This design comes from an exercise in tuning for small area, a short achievable clock period and few clock cycles per item on the open sky130 flow, not from production work. Function was checked by simulation only, so behaviour that the tests miss may differ from the original.

==> flow/config.mk <==
export PLATFORM = sky130hd
export DESIGN_NAME = tau_arith
export DESIGN_NICKNAME = tau_arith
export VERILOG_FILES = /design/flow/design.v
export SDC_FILE = /design/flow/constraint.sdc
export NUM_CORES = 4
export LEC_CHECK = 0
export CAP_MARGIN = 20
export CORE_MARGIN = 2
export CORE_UTILIZATION = 65
export PLACE_DENSITY = 0.75
export SLEW_MARGIN = 20
==> flow/constraint.sdc <==
create_clock -name core_clock -period 14.0 [get_ports {clk}]
set_input_delay 2.8000 -clock core_clock [delete_from_list [all_inputs] [get_ports {clk}]]
set_output_delay 2.8000 -clock core_clock [all_outputs]
set_load 0.01 [all_outputs]
==> flow/design.v <==
module tau_arith (
    input  wire        clk,
    input  wire        rst,           
    input  wire        in_valid,
    output wire        in_ready,
    input  wire        in_fn,         
    input  wire [63:0] in_a,
    input  wire [63:0] in_b,
    output reg         out_valid,
    output reg  [63:0] out_result,
    output reg         out_range
);
    localparam [31:0] NS_PER_SEC = 32'd1_000_000_000;
    localparam [24:0] D5         = 25'd1_953_125;           
    reg        s1_v;
    reg        s1_fn;
    reg        s1_rng;            
    reg        s1_m1, s1_m3;      
    reg  [4:0] s1_k;              
    reg [31:0] s1_ahi;            
    reg [31:0] s1_d;              
    reg [31:0] s1_bhi;            
    reg [31:0] s1_xlo;            
    reg [29:0] s1_alo;            
    reg        busy;              
    reg  [3:0] cnt;               
    reg        first;             
    reg        one;               
    reg        kbig;              
    reg [35:0] dq;                
    wire last = (cnt == 4'd1);
    assign in_ready = busy ? last : !(s1_v && !s1_fn && !s1_rng);
    wire        in_abad = (in_a[31:0] >= NS_PER_SEC);
    wire        in_bbad = (in_b[31:0] >= NS_PER_SEC);
    wire [31:0] in_d    = in_a[63:32] - in_b[63:32];
    wire        in_m1   = (&in_b[63:31]) | ~(|in_b[63:31]);    
    wire        in_m3   = (&in_b[63:40]) | ~(|in_b[63:40]);    
    always @(posedge clk) begin
        s1_fn  <= in_fn;
        s1_rng <= in_abad | (in_fn & in_bbad);
        s1_m1  <= in_m1;
        s1_m3  <= in_m3;
        s1_k[0] <= ~in_fn & in_m1;
        s1_k[1] <= ~in_fn & ~in_m1 & in_m3;
        s1_k[2] <= ~in_fn & ~in_m3;
        s1_k[3] <= in_fn & ~in_d[31];
        s1_k[4] <= in_fn & in_d[31];
        s1_ahi <= in_a[63:32];
        s1_d   <= in_fn ? in_d : 32'd0;
        s1_bhi <= in_fn ? 32'd0 : in_b[63:32];
        s1_xlo <= in_fn ? ~in_b[31:0] : in_b[31:0];
        s1_alo <= in_a[29:0];
        if (rst)
            s1_v <= 1'b0;
        else
            s1_v <= in_valid & in_ready;
    end
    wire [31:0] du = s1_d;
    wire [31:0] dn = ~s1_d;
    wire [64:0] kc = {~(s1_k[2]), ~(s1_k[2]), ~(s1_k[4]), 1'b1, 1'b1, 1'b1,
        (s1_k[4]), 1'b1, 1'b1, (s1_k[4]), 1'b1, ~(s1_k[4]),
        1'b1, 1'b1, (s1_k[4]), 1'b1, (s1_k[4]), 1'b1,
        ~(s1_k[3]), (s1_k[3] | s1_k[4]), (s1_k[3] | s1_k[4]), (s1_k[3]), (s1_k[3] | s1_k[4]), (s1_k[3]),
        ~(s1_k[0] | s1_k[2]), (s1_k[3] | s1_k[4]), (s1_k[3] | s1_k[4]), (s1_k[3] | s1_k[4]), (s1_k[3] | s1_k[4]), (s1_k[3] | s1_k[4]),
        (s1_k[3] | s1_k[4]), (s1_k[3] | s1_k[4]), ~(s1_k[1] | s1_k[2]), 1'b0, 1'b0, (s1_k[0] | s1_k[1]),
        1'b0, (s1_k[0] | s1_k[2]), ~(s1_k[1]), (s1_k[0]), (s1_k[1] | s1_k[2]), ~(s1_k[2]),
        1'b0, (s1_k[1] | s1_k[2]), 1'b0, (s1_k[0] | s1_k[2]), ~(s1_k[0] | s1_k[1]), (s1_k[0]),
        1'b1, 1'b0, (s1_k[3] | s1_k[4]), ~(s1_k[3] | s1_k[4]), ~(s1_k[3] | s1_k[4]), (s1_k[1]),
        1'b0, (s1_k[0] | s1_k[2]), 1'b0, 1'b0, 1'b0, 1'b0,
        1'b0, 1'b0, 1'b0, 1'b0, (s1_k[3] | s1_k[4])};
    wire [64:0] sum  = kc + {s1_bhi[31], s1_bhi, s1_xlo} + {35'd0, s1_alo}
        + {24'd0, du, 9'd0} + {22'd0, du, 11'd0} + {19'd0, dn, 14'd0}
        + {17'd0, dn, 16'd0} + {15'd0, dn, 18'd0} + {12'd0, du, 21'd0}
        + {10'd0, dn, 23'd0} + {7'd0, dn, 26'd0} + {3'd0, du, 30'd0};
    wire [55:0] u_v = sum[64:9];
    reg  [20:0] r_init;
    reg  [35:0] dq_init;
    reg  [3:0]  cnt_init;
    always @(*) begin
        if (s1_m1) begin
            r_init   = u_v[24:4];
            dq_init  = {u_v[3:0], 32'd0};
            cnt_init = 4'd1;
        end else if (s1_m3) begin
            r_init   = u_v[32:12];
            dq_init  = {u_v[11:0], 24'd0};
            cnt_init = 4'd3;
        end else begin
            r_init   = {1'b0, u_v[55:36]};
            dq_init  = u_v[35:0];
            cnt_init = 4'd9;
        end
    end
    wire [20:0] rem  = out_result[29:9];
    wire [24:0] rp   = {rem, dq[35:32]};
    wire [16:0] ge;
    genvar gi;
    assign ge[0]  = 1'b1;
    assign ge[16] = 1'b0;
    generate
        for (gi = 1; gi < 16; gi = gi + 1) begin : g_cmp
            assign ge[gi] = (rp >= gi * D5);
        end
    endgenerate
    wire [15:0] sel = ge[15:0] & ~ge[16:1];
    reg [3:0]  d;
    reg [20:0] k, kp;
    integer j;
    always @(*) begin
        d = 4'd0;
        k = 21'd0;
        for (j = 0; j < 16; j = j + 1) begin
            case (j)
                4'd0: kp = 21'd0;
                4'd1: kp = 21'd144027;
                4'd2: kp = 21'd288054;
                4'd3: kp = 21'd432081;
                4'd4: kp = 21'd576108;
                4'd5: kp = 21'd720135;
                4'd6: kp = 21'd864162;
                4'd7: kp = 21'd1008189;
                4'd8: kp = 21'd1152216;
                4'd9: kp = 21'd1296243;
                4'd10: kp = 21'd1440270;
                4'd11: kp = 21'd1584297;
                4'd12: kp = 21'd1728324;
                4'd13: kp = 21'd1872351;
                4'd14: kp = 21'd2016378;
                4'd15: kp = 21'd63253;
                default: kp = 21'd0;
            endcase
            if (sel[j]) begin
                d = d | j[3:0];
                k = k | kp;
            end
        end
    end
    wire [20:0] r_step = rp[20:0] + k;
    wire [31:0] sec_b = out_result[63:32];
    reg  [31:0] sec_add;
    always @(*) begin
        if (!last)
            sec_add = kbig ? -32'd633437445 : -32'd1100;
        else if (one)
            sec_add = {{28{d < 4'd5}}, d - 4'd5};
        else
            sec_add = {dq[27:0], d};
    end
    wire [31:0] sec_v = sec_b + sec_add;
    always @(posedge clk) begin
        if (rst) begin
            busy      <= 1'b0;
            out_valid <= 1'b0;
        end else if (busy) begin
            dq    <= {dq[31:0], d};
            cnt   <= cnt - 4'd1;
            first <= 1'b0;
            out_result[29:9] <= r_step;
            if (first || last)
                out_result[63:32] <= sec_v;
            if (last) begin
                busy      <= 1'b0;
                out_valid <= 1'b1;
                out_range <= 1'b0;
            end else begin
                out_valid <= 1'b0;
            end
        end else if (s1_v) begin
            if (s1_rng) begin
                out_valid  <= 1'b1;
                out_result <= 64'd0;
                out_range  <= 1'b1;
            end else if (s1_fn) begin
                out_valid  <= 1'b1;
                out_result <= sum[63:0];
                out_range  <= 1'b0;
            end else begin
                out_valid  <= 1'b0;
                busy       <= 1'b1;
                first      <= 1'b1;
                one        <= s1_m1;
                kbig       <= ~s1_m3;
                cnt        <= cnt_init;
                dq         <= dq_init;
                out_result <= {s1_ahi, 2'b00, r_init, sum[8:0]};
            end
        end else begin
            out_valid <= 1'b0;
        end
    end
endmodule
==> flow/run.sh <==
#!/bin/bash
# synth_recipe.tcl (not shown) runs the flow's synth.tcl, then flattens the netlist and writes it again
# the make line also repeats each setting of config.mk as NAME=value (left out here)
make -C /OpenROAD-flow-scripts/flow DESIGN_CONFIG=/design/flow/config.mk WORK_HOME=/design/flow/orfs CLKGATE_MAP_FILE= SYNTH_SCRIPT=/design/flow/synth_recipe.tcl finish
==> results.ini, run 1 <==
[run_status]
status=timing/DRC/antenna clean

[timing]
timing.final.crit_share_pct=57.7
drv_slew=0
hold_viol=0
setup_tns_ns=0
relSlewSlack_pct=11.1
fin_skew_ns=0.0295
rsz0062_at_grt=no
setup_violations=0
fmax_ghz=0.124
tightest_slew_ns=1.33
layout_min_cycle_time_ns=8.07

[placement]
globalplace.congestion=1.02
place.port_buffers=198
dp_hpwl_mm=79.0

[route]
firstDrtPassIters=12
drc=0
routed.top_layer=met5
vias_per_cell=6.89
vias=25512
drt_iter0_markers=3790
drtAntennaViolNets=0
wl_met3_mm=12.6
wl_met1_mm=33.6
finalWirelength_mm=102
wl_met2_mm=46.2
wl_per_cell_um=27.5

[global_route]
grt_max_degree=66
antenna_found_initial=6
grt-ovfl-total=0
grt_util_all_layers_pct=46.2
first_global_vias=26550
grt_pass1_wl_mm=154

[yosys]
synth-edff-count=108
syn_area_um2=28000
ys_types=97
yosys_warnings=1
synthFlopType=dfxtp_1
synth_cells=2987
synth_area_leaders=fa_1 21%, ha_1 13%, dfxtp_1 12%
syn-mean-instance-area_um2=9.36
synth_largest_area_cell=fa_1
yosysTopAreaCellShare_pct=21.3
synth_fp_nets=3704
yosysSeqAreaShare_pct=23.8
ys_ff_latch=278
async_flop_share_pct=0

[cts]
post-cts-setup-buffer-count=0
cts.repair.resized=0
cts_root_buffer=clkbuf_16
htree_levels=2
cts.sinks=278
hold_buffers=0
clock_path_buffers=3
clkTransAtPathRegs_ns=0.06
clk_latency_ns=0.58
numCtsBuffers=34
cts_tree=done

[critical_path]
crit_required_ns=14.27
worst_setup_path_start_kind=register
critical_path_class=register to register
critical_path_peak_fanout=27
startpoint=out_result[21]
crit_arrival_ns=8.34
reg2reg_from=out_result[21]
end_kind=register

[floorplanning]
core_um2=42200
die_y_um=211
fp-row-count=75
fp.dieW_um=211
initial_core_util_pct=66.2
die-area_um2=44700
pin_count=199

[final_layout]
final-seq-area_um2=6650
multi_input_area_um2=19300
nets=3853
drive_gt1_share_pct=3.45
final_common_cell=inv_1
layout_common_cells=420 x inv_1, 297 x fa_1, 288 x ha_1, 200 x nand2_1, 197 x clkdlybuf4s50_1
area_growth_pct=12.6
fillCellCount=2783

[worst_hold_path]
hold_class=register to register
worstHoldStart=dq[30]

[run]
cap_violations=0

## layer usage
metal,GRT usage [%],vias up
li1,-,10619
met1,52.7,12052
met2,73.4,2136
met3,13.9,697
met4,35.2,8
met5,0,-
## critical path, cell delays in order, from the launching register on
cell and delay (ns):
edfxtp_1 0.83, inv_1 0.25, nor4b_1 0.44, a21oi_1 0.16
o21ai_0 0.29, a41oi_1 0.33, nand2b_1 0.36, nand2_1 0.13
and4b_1 0.22, nand2_1 0.13, inv_1 0.07, ha_1 0.21
nand2_1 0.07, o21ai_0 0.16, a21oi_4 0.61, a21oi_1 0.15
ha_1 0.37, a21o_1 0.18, a21o_1 0.17, a2111oi_0 0.52
o21ai_0 0.18, a21oi_1 0.32, o21ai_0 0.23, a2111oi_0 0.70
nor3_1 0.19, a21oi_1 0.21, mux2i_1 0.19, o211ai_1 0.10
## state kept, by name, indices dropped and copies added (netlist names)
signal,flops
busy,1
cnt,4
dq,36
first,1
kbig,1
one,1
out_range,1
out_result,64
out_valid,1
s1_ahi,32
s1_alo,30
s1_bhi,32
s1_d,32
s1_fn,1
s1_k,5
s1_m1,1
s1_m3,1
s1_rng,1
s1_v,1
s1_xlo,32
## worst paths after layout
check / end / slack, ns / cells after the start
worst min-delay path: dq[34] / 0.54 / 2
worst min register to register: dq[34] / 0.54 / 2
worst max-delay path: out_result[60] / 5.93 / 27
worst max register to register: out_result[60] / 5.93 / 27
## layout make-up
type	count	area share [%]
antenna	1	0.00795
inverter	420	5.01
clock buffer	46	3.04
multi-input combinational	2185	61.4
tap	539	2.14
sequential	278	21.1
timing repair buffer	217	6.74
clock inverter	15	0.528
## through the flow
step | worst slack (ns) | hold WS [ns] | cell area [um^2] | utilization, % | std cells
6_report | 5.93 | 0.539 | 31500 | 74.6 | 3701
5_1_grt | 5.42 | 0.555 | 31500 | 74.6 | 3700
4_1_cts | 6.17 | 0.532 | 31500 | 74.6 | 3700
3_5_place_dp | 6.20 | 0.519 | 30400 | 71.9 | 3639
3_3_place_gp | 6.43 | 0.505 | 30400 | 71.9 | 3639
2_1_floorplan | 7.93 | 0.482 | 28000 | - | 2987
## synth_stat cells, drive strengths merged, types with 7 or more instances
master,instances
xnor2,75
a22oi,17
and2,25
a21oi,171
a2111oi,7
a41oi,10
a21boi,10
dfxtp,170
and3,34
a221oi,8
nor4,25
nand4,45
nor3,53
clkbuf,90
mux2i,24
inv,420
o21bai,24
o22ai,24
a21o,78
o211ai,18
nor2,193
edfxtp,108
o221ai,11
a211oi,21
a31oi,24
nor2b,31
buf,14
o21a,19
or3,8
a222oi,7
nand2b,33
o31ai,14
fa,297
xor2,83
mux2,7
a22o,8
ha,288
nand2,200
o21ai,142
nand3,55
## cells by family after synthesis
group / synth area share, %
compound gates: 15.9
xor+xnor: 4.98
fa+ha+maj: 34.2
buf+inv: 7.08
flops: 23.8
mux: 1.14
simple gates: 12.9
Testbench counts, summed over its fixed seeds: cycles 44,315, items 16,000.
==> inputs of run 2 (changes only) <==
--- a/flow/config.mk
+++ b/flow/config.mk
@@ -9,4 +9,3 @@
 export CORE_MARGIN = 2
-export CORE_UTILIZATION = 65
-export PLACE_DENSITY = 0.75
+export CORE_UTILIZATION = 40
 export SLEW_MARGIN = 20
==> run 2 against run 1 <==
  * Still clean on timing, DRC and antenna
  * Clock-buffer cell count increased by 2
  * Synthesized area unchanged
  * Global-route usage fell by 19 points
  * Non-clock buffer count unchanged
  * First-iteration DRC count down 43%
  * Die area up 61%
  * Final area increased by 1.8%
  * Synthesized cell count stayed put
  * Critical path type unchanged
  * Largest cell class unchanged
  * Highest routed layer is now met4
==> results.ini, run 2 <==
[run_status]
status=timing/DRC/antenna clean

[route]
vias=23238  ; -8.9%
finalWirelength_mm=99.4  ; -2.5%
drt_iter0_markers=2169  ; -43%
firstDrtPassIters=6  ; -6
vias_per_cell=5.67  ; -18%
drc=0  ; unchanged
drtAntennaViolNets=0  ; unchanged
wl_per_cell_um=24.3  ; -12%

[cts]
cts_root_buffer=clkbuf_16
cts.sinks=278  ; unchanged
htree_levels=2  ; unchanged
clock_path_buffers=3  ; unchanged
clk_latency_ns=0.59  ; about the same
post-cts-setup-buffer-count=0  ; unchanged
clkTransAtPathRegs_ns=0.06  ; about the same
cts_tree=done
cts.repair.resized=0  ; unchanged
numCtsBuffers=36  ; +5.9%
hold_buffers=0  ; unchanged

[placement]
placed_cells=4031  ; +11%
dp_hpwl_mm=81.9  ; +3.7%
place.port_buffers=198  ; unchanged
globalplace.congestion=0.943  ; -7.3%

[yosys]
async_flop_share_pct=0  ; unchanged
syn-mean-instance-area_um2=9.36  ; unchanged
yosysTopAreaCellShare_pct=21.3  ; unchanged
synth_fp_nets=3704  ; unchanged
ys_ff_latch=278  ; unchanged
synth_commonest_cells=420 x inv_1, 297 x fa_1, 288 x ha_1
synth-edff-count=108  ; unchanged
yosysSeqAreaShare_pct=23.8  ; unchanged
yosys_warnings=1  ; unchanged
synth_cells=2987  ; unchanged
synth_largest_area_cell=fa_1
synth_area_leaders=fa_1 21%, ha_1 13%, dfxtp_1 12%
ys_types=97  ; unchanged
syn_area_um2=28000  ; unchanged
synthFlopType=dfxtp_1
synth_most_common_cell=inv_1

[final_layout]
fillCellCount=6622  ; +140%
drive_gt1_share_pct=3.66  ; +0.22 points
stdcell_count=4097  ; +11%
nets=3855  ; +0.052%
final_common_cell=inv_1
max_flop_register=out_result
area_growth_pct=14.7
layout_common_cells=420 x inv_1, 297 x fa_1, 288 x ha_1, 200 x nand2_1, 197 x clkdlybuf4s50_1
largest_reg_flops=64  ; unchanged
final-seq-area_um2=6650  ; unchanged
reg.largest.list=out_result x64, dq x36
multi_input_area_um2=19300  ; about the same
diodes=0  ; -1

[floorplanning]
fp-row-count=96  ; +28%
fp.dieW_um=268  ; +27%
die-area_um2=72000  ; +61%
core_um2=68900  ; +63%
pin_count=199  ; unchanged
initial_core_util_pct=40.5  ; -26 points
die_y_um=268  ; +27%

[global_route]
grt_max_degree=54  ; -18%
grt_util_all_layers_pct=27.6  ; -19 points
first_global_vias=23585  ; -11%
grt_pass1_wl_mm=149  ; -3.2%
antenna_found_initial=3  ; -3
grt-ovfl-total=0  ; unchanged

[critical_path]
worst_setup_path_start_kind=register
critical_path_peak_fanout=27  ; unchanged
critical_path_class=register to register
cp_slowest_stage_delay_ns=0.78  ; -0.05 ns
crit_arrival_ns=8.25  ; -0.09 ns
end_kind=register
crit_required_ns=14.31  ; +0.04 ns
cp_slowest_cell=edfxtp_1

[timing]
drv_slew=0  ; unchanged
tightest_slew_ns=1.13  ; -0.199 ns
setup_violations=0  ; unchanged
layout_min_cycle_time_ns=7.95  ; -0.124 ns
setup_tns_ns=0  ; unchanged
relSlewSlack_pct=24.1  ; +13 points
fin_skew_ns=0.0557  ; +0.0262 ns
fmax_ghz=0.126  ; +1.6%
rsz0062_at_grt=no
hold_viol=0  ; unchanged
hold_slack_ns=0.525  ; -0.0146 ns
timing.final.crit_share_pct=56.8  ; -0.89 points

[run]
cap_violations=0  ; unchanged

[worst_hold_path]
hold_class=register to register

run 2: changes by cell type in the layout (fill, tap and decap cells not counted), sizes merged:
cell      delta
diode        -1
clkinvlp     -1
inv          -1
clkinv       +5
clkbuf       +2
run 2: kinds of logic (layout without fill, tap and decap cells):
family                   after synthesis  count (layout)  share of synthesized area [%]
AO/OA/AOI/OAI                        671             671                           15.9
XOR/XNOR                             158             158                           4.98
adder cells (fa/ha/maj)              585             585                           34.2
buffers and inverters                524             703                           7.08
flip-flops                           278             278                           23.8
multiplexers                          31              31                           1.14
AND/OR/NAND/NOR                      740             740                           12.9
run 2: metal layers:
layer	GRT usage, %	wire length [um]	vias up
li1	-	-	10602
met1	37.4	43400	11564
met2	45.5	46600	899
met3	3.64	5960	173
met4	9.25	3490	0
met5	0	0	-
run 2: final cells by class:
class                   count  area share (%)
clock buffers              48            3.08
flip-flops and latches    278            20.7
multi-input cells        2185            60.3
clock inverters            18           0.710
well taps                 931            3.63
inverters                 420            4.92
repair buffers            217            6.62
run 2: final timing paths:
kind | to | slack, ns | depth (start not counted) | start
max | out_result[60] | 6.05 | 27 | out_result[26]
min | out_result[62] | 0.52 | 2 | s1_ahi[30]
max reg2reg | out_result[60] | 6.05 | 27 | out_result[26]
min reg2reg | out_result[62] | 0.52 | 2 | s1_ahi[30]
run 2: stage by stage:
step	instance area [um^2]	setup WS, ns	utilization (%)
3_3_place_gp	30900	6.23	44.8
2_1_floorplan	28000	7.93	-
6_report	32100	6.05	46.5
4_1_cts	32100	6.15	46.5
5_1_grt	32100	5.44	46.5
3_5_place_dp	30900	6.19	44.8
run 2: worst max-delay path: cells and delay by family (launching register included):
| kind | cells | cell delay, ns |
|---|---|---|
| mux | 1 | 0.20 |
| flops | 1 | 0.78 |
| buf+inv | 1 | 0.08 |
| fa+ha+maj | 2 | 0.58 |
| simple gates | 9 | 2.22 |
| compound gates | 14 | 3.79 |

static timing again, ports no longer ideal:
How much do the figures lean on ideal ports? The routed layouts below were timed once more, with nothing changed but the port constraints. Step 1: set_driving_cell puts a clkbuf_16 on clk and a buf_2 on each other input, an assumption about the parent block. Step 2 adds t to the input delays and takes it off the output delays; t is the mean of the earliest and latest rising clock arrival at the registers after step 1. Input paths then give back, and output paths get back, about the clock's delay inside the block. Slacks: ideal / step 1 / step 2; pairs: ideal / step 1.
run	t, ns	setup WS [ns]	worst setup path at the end	latest minus earliest clock arrival (ns)
run 1	0.621	5.927 / 5.927 / 5.927	register to register	0.029 / 0.030
run 2	0.623	6.051 / 6.051 / 6.051	register to register	0.056 / 0.056
After both steps every run listed still meets setup and hold.
